From an optimization exercise on the open Yosys and OpenROAD flow, aimed at small area and a short achievable clock period; shortcuts taken in it are not production practice.
Where RTL was checked, it was by simulation tests only, not by an equivalence proof against the original.
No activity file was given, so power comes from the tool's default toggle rates.

==> exp/maple <==
Design rate_ctl, start of the top module:
module rate_ctl (
    input  wire               clk,
    input  wire               rst,         
    input  wire [1:0]         rate_sel,    
    input  wire               minphase,    
    input  wire               in_valid,
    input  wire signed [17:0] in_data,
    output reg                out_valid,
    output reg  signed [17:0] out_data
);
    wire              acc = in_valid & ~rst;    
    reg        [1:0]  rs;         
    reg               cfgh;
    reg        [2:0]  cfgc;
    wire              cfg = cfgh;
    always @(posedge clk) begin
        if (rst) cfgh <= minphase;
        cfgc <= {cfgc[1:0], minphase};
        rs   <= rate_sel;
    end
    reg               vB;
    reg        [1:0]  tB;
    reg        [35:0] P0, P1;                  
    wire       [35:0] S0, S1;
    hb_fix u_fix (.P0(P0), .P1(P1), .S0(S0), .S1(S1));
    wire       [35:0] S;                       
    hb_add36 u_add (.a(S0), .b(S1), .s(S));
    wire       [16:0] zx  = S0[16:0] ^ S1[16:0];
    wire       [16:0] zo  = {S0[15:0] | S1[15:0], 1'b0};
    wire              tie = (zx == zo);
    wire       [18:0] r   = {S[35:18], S[17] & ~tie};
    wire       [17:0] y   = (r[18] != r[17]) ? {r[18], {17{~r[18]}}} : r[17:0];
    reg        [179:0] h1e;
    reg        [89:0]  h1o;
    reg                par1;
    reg        [3:0]   cnt1;
    reg                j1;
    wire               push1 = acc & (rs != 2'd0);
    wire               new1  = push1 & ~par1;
    always @(posedge clk) begin
        if (push1 & ~par1) h1e <= {h1e[161:0], in_data};
        if (push1 &  par1) h1o <= {h1o[71:0], in_data};
        if (rst) begin
  ...
Settings: LEC_CHECK=0, ABC_CLOCK_PERIOD_IN_PS=5000, CAP_MARGIN=20, CORE_MARGIN=2, CORE_UTILIZATION=65, CTS_BUF_LIST=sky130_fd_sc_hd__clkbuf_8, CTS_CLUSTER_DIAMETER=60, CTS_CLUSTER_SIZE=14, PLACE_DENSITY=0.75, SLEW_MARGIN=20, SYNTH_HIERARCHICAL=1; clock period 20.0 ns.
standard.sh (not shown) runs the stock make flow with config.mk's settings and CLKGATE_MAP_FILE= SYNTH_SCRIPT=/design/flow/synth_recipe.tcl, a recipe that flattens the netlist after the stock synthesis.
==> flow/flow/run.sh <==
#!/bin/bash
# Layout flow: the standard ORFS flow with these changes:
#  - the port buffers are buf_4 cells instead of the resizer's default pick;
#  - timing repair aims for a setup slack of SETUP_SLACK_MARGIN ns (flow/margin.txt),
#    well above 0, so the design is sized for the shortest period it can reach.
#    The clock and the constraints are the standard flow's, unchanged;
#  - clock tree options from flow/cts_args.txt, if present.
# The make output goes to standard.log in the work folder; each ORFS step
# writes its own log under orfs/logs.
set -euo pipefail
cd "$(dirname "$0")/.."
export BUFFER_PORTS_ARGS="-buffer_cell sky130_fd_sc_hd__buf_4"
export SETUP_SLACK_MARGIN=$(cat flow/margin.txt)
if [[ -f flow/cts_args.txt ]]; then
  export CTS_ARGS="$(cat flow/cts_args.txt)"
fi
bash standard.sh > standard.log 2>&1
==> flow/flow/cts_args.txt <==
-sink_clustering_enable -repair_clock_nets -buf_list sky130_fd_sc_hd__clkbuf_8 -root_buf sky130_fd_sc_hd__clkbuf_16 -sink_clustering_size 14 -sink_clustering_max_diameter 60
==> flow/flow/margin.txt <==
14.8
==> exp/ember (differences from exp/maple) <==
--- a/flow/design.v
+++ b/flow/design.v
@@ -1753,33 +1753,33 @@
     wire       [18:0] r   = {S[35:18], S[17] & ~tie};
     wire       [17:0] y   = (r[18] != r[17]) ? {r[18], {17{~r[18]}}} : r[17:0];
     reg        [179:0] h1e;
     reg        [89:0]  h1o;
     reg                par1;
-    reg        [3:0]   cnt1;
+    reg        [9:0]   tv1;      
     reg                j1;
     wire               push1 = acc & (rs != 2'd0);
     wire               new1  = push1 & ~par1;
     always @(posedge clk) begin
         if (push1 & ~par1) h1e <= {h1e[161:0], in_data};
         if (push1 &  par1) h1o <= {h1o[71:0], in_data};
         if (rst) begin
             par1 <= 1'b0;
-            cnt1 <= 4'd0;
+            tv1  <= 10'd0;
             j1   <= 1'b0;
         end else begin
             par1 <= par1 ^ push1;
-            if (push1 & ~par1 & (cnt1 != 4'd10)) cnt1 <= cnt1 + 4'd1;
+            if (push1 & ~par1) tv1 <= {tv1[8:0], 1'b1};
             j1   <= new1;
         end
     end
     wire               push2 = vB & (tB == 2'd1) & rs[1];
     wire               push3 = vB & (tB == 2'd2) & (rs == 2'd3);
     reg        [179:0] h2e, h3e;
     reg        [89:0]  h2o, h3o;
     reg                par2, par3;
-    reg        [3:0]   cnt2, cnt3;
+    reg        [9:0]   tv2, tv3;
     reg                pend2, pend3;      
     reg                iss2, iss3;        
     wire               iss1  = j1;
     wire               new2  = push2 & ~par2;
     wire               new3  = push3 & ~par3;
@@ -1791,21 +1791,21 @@
         if (push3 & ~par3) h3e <= {h3e[161:0], y};
         if (push3 &  par3) h3o <= {h3o[71:0], y};
         if (rst) begin
             par2  <= 1'b0;
             par3  <= 1'b0;
-            cnt2  <= 4'd0;
-            cnt3  <= 4'd0;
+            tv2   <= 10'd0;
+            tv3   <= 10'd0;
             pend2 <= 1'b0;
             pend3 <= 1'b0;
             iss2  <= 1'b0;
             iss3  <= 1'b0;
         end else begin
             par2 <= par2 ^ push2;
             par3 <= par3 ^ push3;
-            if (push2 & ~par2 & (cnt2 != 4'd10)) cnt2 <= cnt2 + 4'd1;
-            if (push3 & ~par3 & (cnt3 != 4'd10)) cnt3 <= cnt3 + 4'd1;
+            if (push2 & ~par2) tv2 <= {tv2[8:0], 1'b1};
+            if (push3 & ~par3) tv3 <= {tv3[8:0], 1'b1};
             pend2 <= pend2n;
             pend3 <= pend3n;
             iss2  <= pend2n & ~new1;
             iss3  <= pend3n & ~new1 & ~pend2n;
         end
@@ -1813,18 +1813,18 @@
     wire [17:0] ve [0:9];
     wire [17:0] vo [0:4];
     genvar j;
     generate
         for (j = 0; j < 10; j = j + 1) begin : g_e
-            assign ve[j] = ({18{iss1 & (cnt1 > j)}} & h1e[18*j +: 18])
-                         | ({18{iss2 & (cnt2 > j)}} & h2e[18*j +: 18])
-                         | ({18{iss3 & (cnt3 > j)}} & h3e[18*j +: 18]);
+            assign ve[j] = ({18{iss1 & tv1[j]}} & h1e[18*j +: 18])
+                         | ({18{iss2 & tv2[j]}} & h2e[18*j +: 18])
+                         | ({18{iss3 & tv3[j]}} & h3e[18*j +: 18]);
         end
         for (j = 0; j < 5; j = j + 1) begin : g_o
-            assign vo[j] = ({18{iss1 & (cnt1 > j + 1)}} & h1o[18*j +: 18])
-                         | ({18{iss2 & (cnt2 > j + 1)}} & h2o[18*j +: 18])
-                         | ({18{iss3 & (cnt3 > j + 1)}} & h3o[18*j +: 18]);
+            assign vo[j] = ({18{iss1 & tv1[j + 1]}} & h1o[18*j +: 18])
+                         | ({18{iss2 & tv2[j + 1]}} & h2o[18*j +: 18])
+                         | ({18{iss3 & tv3[j + 1]}} & h3o[18*j +: 18]);
         end
     endgenerate
     wire signed [19:0] a1 = cfg ? {vo[2], 2'b00} : {{2{ve[0][17]}}, ve[0]};
     wire signed [17:0] b1 = cfg ? 18'd0 : ve[9];
     wire signed [18:0] a2 = cfg ? {ve[3], 1'b0} : {ve[1][17], ve[1]};
==> flow/flow/run.sh (replaced) <==
#!/bin/bash
# Layout flow: the standard ORFS flow with two changes.
#  - the port buffers are buf_4 cells instead of the resizer's default pick;
#  - timing repair aims for a setup slack of SETUP_SLACK_MARGIN ns, well above 0,
#    so the design is sized for the shortest period it can reach. The clock and
#    constraints are the standard flow's, unchanged.
# Each tool's output goes to the ORFS logs under orfs/logs; the make output to
# standard.log in the work folder.
set -euo pipefail
cd "$(dirname "$0")/.."
export BUFFER_PORTS_ARGS="-buffer_cell sky130_fd_sc_hd__buf_4"
export SETUP_SLACK_MARGIN=$(cat flow/margin.txt)
bash standard.sh > standard.log 2>&1
removed: flow/flow/cts_args.txt
==> run summary <==
                                                                                      exp/maple                  exp/ember
Result of the run                                                                finished clean             finished clean
Cell area after layout                                                               55,300 µm²                 56,300 µm²
Global Route met3 Usage                                                                   9.72%                      7.30%
P_clk                                                                                   1260 µW                    1230 µW
Number of buffers created by CTS                                                             91                         94
Capture instance of the worst register-to-register path                             out_data[9]                     X1[19]
Number of nets in the final layout                                                        4,154                      4,404
Sum of routed wire length over all layers                                                155 mm                     147 mm
Sequential logic power                                                                  2740 µW                    2810 µW
Cell area after placement                                                            53,200 µm²                 54,300 µm²
Worst-case hold slack                                                                  0.335 ns                   0.336 ns
Filler Cells Inserted                                                                     5,407                      5,835
Clock root buffer                                                    sky130_fd_sc_hd__clkbuf_16  sky130_fd_sc_hd__clkbuf_8
Share of final-layout standard cells stronger than drive strength 1                       8.84%                      9.98%
Sum of net half-perimeters after detailed placement                                      114 mm                     108 mm
Global routing usage on met1                                                              53.1%                      50.1%
Routability-driven placement congestion ratio                                              1.02                       1.02
Well-tap cell count                                                                       1,060                      1,080
Number of clock sinks seen by CTS                                                         1,050                      1,068
Diode count                                                                                   1                          3
Proportion of cell area occupied by registers                                             52.7%                      52.5%
Antenna violations before repair                                                              5                         11
Internal power                                                                          4230 µW                    4430 µW
Worst-case reg-to-reg path depth                                                             17                         14
Std-Cell Rows                                                                               104                        106
Cell Area, Synth                                                                     53,000 µm²                 54,300 µm²
Die outline width                                                                        289 µm                     293 µm
No functional check of the RTL was part of exp/ember.


==> lagoon: inputs <==
rate_ctl, a different RTL version from the one above (not shown whole).
==> flow/config.mk <==
export PLATFORM = sky130hd
export DESIGN_NAME = rate_ctl
export DESIGN_NICKNAME = rate_ctl
export VERILOG_FILES = /design/flow/design.v
export SDC_FILE = /design/flow/constraint.sdc
export NUM_CORES = 4
export LEC_CHECK = 0
export ABC_CLOCK_PERIOD_IN_PS = 5000
export CAP_MARGIN = 20
export CORE_MARGIN = 2
export CORE_UTILIZATION = 65
export CTS_BUF_LIST = sky130_fd_sc_hd__clkbuf_8
export CTS_CLUSTER_DIAMETER = 60
export CTS_CLUSTER_SIZE = 14
export PLACE_DENSITY = 0.75
export SLEW_MARGIN = 20
export SYNTH_HIERARCHICAL = 1
==> flow/constraint.sdc <==
create_clock -name core_clock -period 20.0 [get_ports {clk}]
set_input_delay 4.0000 -clock core_clock [delete_from_list [all_inputs] [get_ports {clk}]]
set_output_delay 4.0000 -clock core_clock [all_outputs]
set_load 0.01 [all_outputs]
==> flow/flow/run.sh <==
#!/bin/bash
# Layout flow: the standard ORFS flow with these changes:
#  - the port buffers are buf_4 cells instead of the resizer's default pick;
#  - timing repair aims for a setup slack of SETUP_SLACK_MARGIN ns (flow/margin.txt),
#    well above 0, so the design is sized for the shortest period it can reach.
#    The clock and the constraints are the standard flow's, unchanged;
#  - clock tree options from flow/cts_args.txt, if present.
# The make output goes to standard.log in the work folder; each ORFS step
# writes its own log under orfs/logs.
set -euo pipefail
cd "$(dirname "$0")/.."
export BUFFER_PORTS_ARGS="-buffer_cell sky130_fd_sc_hd__buf_4"
export SETUP_SLACK_MARGIN=$(cat flow/margin.txt)
if [[ -f flow/cts_args.txt ]]; then
  export CTS_ARGS="$(cat flow/cts_args.txt)"
fi
bash standard.sh > standard.log 2>&1
==> flow/flow/cts_args.txt <==
-sink_clustering_enable -repair_clock_nets -buf_list sky130_fd_sc_hd__clkbuf_8 -root_buf sky130_fd_sc_hd__clkbuf_16 -sink_clustering_size 14 -sink_clustering_max_diameter 60
==> flow/flow/margin.txt <==
14.88
==> violet: changes against lagoon <==
--- a/flow/design.v
+++ b/flow/design.v
@@ -1729,64 +1729,64 @@
     input  wire               rst,         
     input  wire [1:0]         rate_sel,    
     input  wire               minphase,    
     input  wire               in_valid,
     input  wire signed [17:0] in_data,
     output reg                out_valid,
     output reg  signed [17:0] out_data
 );
-    reg        [17:0] in_q;
-    reg               iv_q;       
+    wire              acc = in_valid & ~rst;    
     reg        [1:0]  rs;         
     reg               cfgh;
     reg        [2:0]  cfgc;
     wire              cfg = cfgh;
     always @(posedge clk) begin
-        in_q <= in_data;
-        iv_q <= in_valid & ~rst;
         if (rst) cfgh <= minphase;
         cfgc <= {cfgc[1:0], minphase};
         rs   <= rate_sel;
     end
     reg               vB;
     reg        [1:0]  tB;
     reg        [35:0] P0, P1;      
     wire       [18:0] q;           
     wire              tie;         
     hb_fin u_fin (.P0(P0), .P1(P1), .q(q), .tie(tie));
     wire       [18:0] r   = {q[18:1], q[0] & ~tie};    
     wire       [17:0] y   = (r[18] != r[17]) ? {r[18], {17{~r[18]}}} : r[17:0];
-    reg        [161:0] h1e;
+    reg        [179:0] h1e;
     reg        [89:0]  h1o;
     reg                par1;
-    reg        [3:0]   cnt1;      
-    wire               push1 = iv_q & (rs != 2'd0);
-    wire               iss1  = push1 & ~par1;
-    wire               par1n = ~rst & (par1 ^ push1);
-    wire               iss1n = in_valid & ~rst & (rate_sel != 2'd0) & ~par1n;
+    reg        [3:0]   cnt1;
+    reg                j1;
+    wire               push1 = acc & (rs != 2'd0);
+    wire               new1  = push1 & ~par1;
+    wire               load1 = in_valid & (rs != 2'd0);
     always @(posedge clk) begin
-        if (push1 & ~par1) h1e <= {h1e[143:0], in_q};
-        if (push1 &  par1) h1o <= {h1o[71:0], in_q};
+        if (load1 & ~par1) h1e <= {h1e[161:0], in_data};
+        if (load1 &  par1) h1o <= {h1o[71:0], in_data};
         if (rst) begin
             par1 <= 1'b0;
             cnt1 <= 4'd0;
+            j1   <= 1'b0;
         end else begin
             if (push1) par1 <= ~par1;
-            if (iss1 & (cnt1 != 4'd9)) cnt1 <= cnt1 + 4'd1;
+            if (push1 & ~par1 & (cnt1 != 4'd10)) cnt1 <= cnt1 + 4'd1;
+            j1   <= new1;
         end
     end
     wire               push2 = vB & (tB == 2'd1) & rs[1];
     wire               push3 = vB & (tB == 2'd2) & (rs == 2'd3);
     reg        [179:0] h2e, h3e;
     reg        [89:0]  h2o, h3o;
     reg                par2, par3;
     reg        [3:0]   cnt2, cnt3;
     reg                pend2, pend3;      
     reg                iss2, iss3;        
+    wire               iss1  = j1;
     wire               new2  = push2 & ~par2;
     wire               new3  = push3 & ~par3;
     wire               pend2n = (pend2 & ~iss2) | new2;
     wire               pend3n = (pend3 & ~iss3) | new3;
     always @(posedge clk) begin
         if (push2 & ~par2) h2e <= {h2e[161:0], y};
         if (push2 &  par2) h2o <= {h2o[71:0], y};
         if (push3 & ~par3) h3e <= {h3e[161:0], y};
@@ -1802,33 +1802,31 @@
             iss3  <= 1'b0;
         end else begin
             if (push2) par2 <= ~par2;
             if (push3) par3 <= ~par3;
             if (push2 & ~par2 & (cnt2 != 4'd10)) cnt2 <= cnt2 + 4'd1;
             if (push3 & ~par3 & (cnt3 != 4'd10)) cnt3 <= cnt3 + 4'd1;
             pend2 <= pend2n;
             pend3 <= pend3n;
-            iss2  <= pend2n & ~iss1n;
-            iss3  <= pend3n & ~iss1n & ~pend2n;
+            iss2  <= pend2n & ~new1;
+            iss3  <= pend3n & ~new1 & ~pend2n;
         end
     end
     wire [17:0] ve [0:9];
     wire [17:0] vo [0:4];
     genvar j;
     generate
-        assign ve[0] = ({18{iss1}} & in_q) | ({18{iss2}} & h2e[17:0])
-                     | ({18{iss3}} & h3e[17:0]);
-        for (j = 1; j < 10; j = j + 1) begin : g_e
-            assign ve[j] = ({18{iss1 & (cnt1 > j - 1)}} & h1e[18*(j-1) +: 18])
+        for (j = 0; j < 10; j = j + 1) begin : g_e
+            assign ve[j] = ({18{iss1 & (cnt1 > j)}} & h1e[18*j +: 18])
                          | ({18{iss2 & (cnt2 > j)}} & h2e[18*j +: 18])
                          | ({18{iss3 & (cnt3 > j)}} & h3e[18*j +: 18]);
         end
         for (j = 0; j < 5; j = j + 1) begin : g_o
-            assign vo[j] = ({18{iss1 & (cnt1 > j)}} & h1o[18*j +: 18])
+            assign vo[j] = ({18{iss1 & (cnt1 > j + 1)}} & h1o[18*j +: 18])
                          | ({18{iss2 & (cnt2 > j + 1)}} & h2o[18*j +: 18])
                          | ({18{iss3 & (cnt3 > j + 1)}} & h3o[18*j +: 18]);
         end
     endgenerate
     wire signed [19:0] a1 = cfg ? {vo[2], 2'b00} : {{2{ve[0][17]}}, ve[0]};
     wire signed [17:0] b1 = cfg ? 18'd0 : ve[9];
     wire signed [18:0] a2 = cfg ? {ve[3], 1'b0} : {ve[1][17], ve[1]};
     wire signed [17:0] b2 = cfg ? 18'd0 : ve[8];
@@ -1871,13 +1869,13 @@
         P1 <= T1;
         tB <= tA;
         if (rst) vB <= 1'b0;
         else     vB <= vA;
     end
     wire              res = vB & (tB == rs);
     always @(posedge clk) begin
         if (rst)              out_valid <= 1'b0;
-        else if (rs == 2'd0)  out_valid <= iv_q;
+        else if (rs == 2'd0)  out_valid <= in_valid;
         else                  out_valid <= res;
-        out_data <= (rs == 2'd0) ? in_q : y;
+        out_data <= (rs == 2'd0) ? in_data : y;
     end
 endmodule
==> flow/flow/margin.txt (replaced) <==
14.8
removed: flow/flow/cts_args.txt
==> qor summary <==
quantity                                                                             lagoon                     violet
Non-filler cells in the finished layout                                                4696                       4676
Result of the run                                                   complete, no violations    complete, no violations
Antenna violations before repair                                                         12                         11
Share of the synthesized area in compound gates (AO/OA/AOI/OAI)                       0.103                     0.0986
Number of clock buffers in the layout                                                    93                         92
Net load switching power                                                            3.54 mW                    3.19 mW
Clock tree root buffer cell                                      sky130_fd_sc_hd__clkbuf_16  sky130_fd_sc_hd__clkbuf_8
Buffer count excluding the clock tree in the final layout                               110                         83
End of the critical path                                                       out_data[16]                out_data[2]
Critical register-to-register path endpoint                                          P1[14]                     P1[23]
WHS                                                                                  352 ps                     348 ps
Avg WL per Cell                                                                     34.1 um                    33.0 um
Internal power consumption                                                          5.12 mW                    4.74 mW
Fraction of the mapped netlist area in simple logic gates                            0.0507                     0.0566
Final setup slack of the worst path                                                14870 ps                   14750 ps
Post-synth EDFFs                                                                        793                        811
FF-to-FF path depth                                                                       9                          8
Sequential power share                                                                0.334                      0.361
Number of buffers created by CTS                                                         89                         90
Cell Pwr Density                                                                 157 nW/um2                 143 nW/um2
Seq group                                                                           2.90 mW                    2.87 mW
Portion of netlist area occupied by mux cells                                        0.0221                     0.0252
Final estimated routing congestion in global placement                                0.991                      0.997
Max Fclk                                                                            195 MHz                    191 MHz
Synthesized instance count                                                             3579                       3609
Post-Route WL                                                                     160000 um                  154000 um
Only the layout flow was run in violet; the RTL was not checked for function there.

separate check: timing with driven ports:
How much do the figures lean on ideal ports? The routed layouts below were timed once more, with nothing changed but the port constraints.
Step 1: set_driving_cell puts a clkbuf_16 on clk and a buf_2 on each other input, an assumption about the parent block.
Step 2 times the ports against the registers' clock, not the clock port: input delays grow and output delays shrink by t, the midpoint of the rising clock arrivals with the driver on.
a / b / c = ideal / step 1 / step 2; a / b = the first two.
run	t, ns	setup WS [ns]	worst setup path after step 2	slew at the worst register clock pin (ns)
exp/maple	0.697	14.832 / 14.760 / 14.209	input to register	0.10 / 0.10
exp/ember	0.823	14.738 / 14.671 / 14.075	input to register	0.10 / 0.10
lagoon	0.693	14.873 / 14.803 / 14.998	register to register	0.10 / 0.10
violet	0.814	14.752 / 14.682 / 14.073	input to register	0.10 / 0.10
After both steps setup and hold are still met in every run listed. For violet, which loses most, drivers alone change the setup slack by -0.070 ns; drivers and shift together by -0.679 ns.
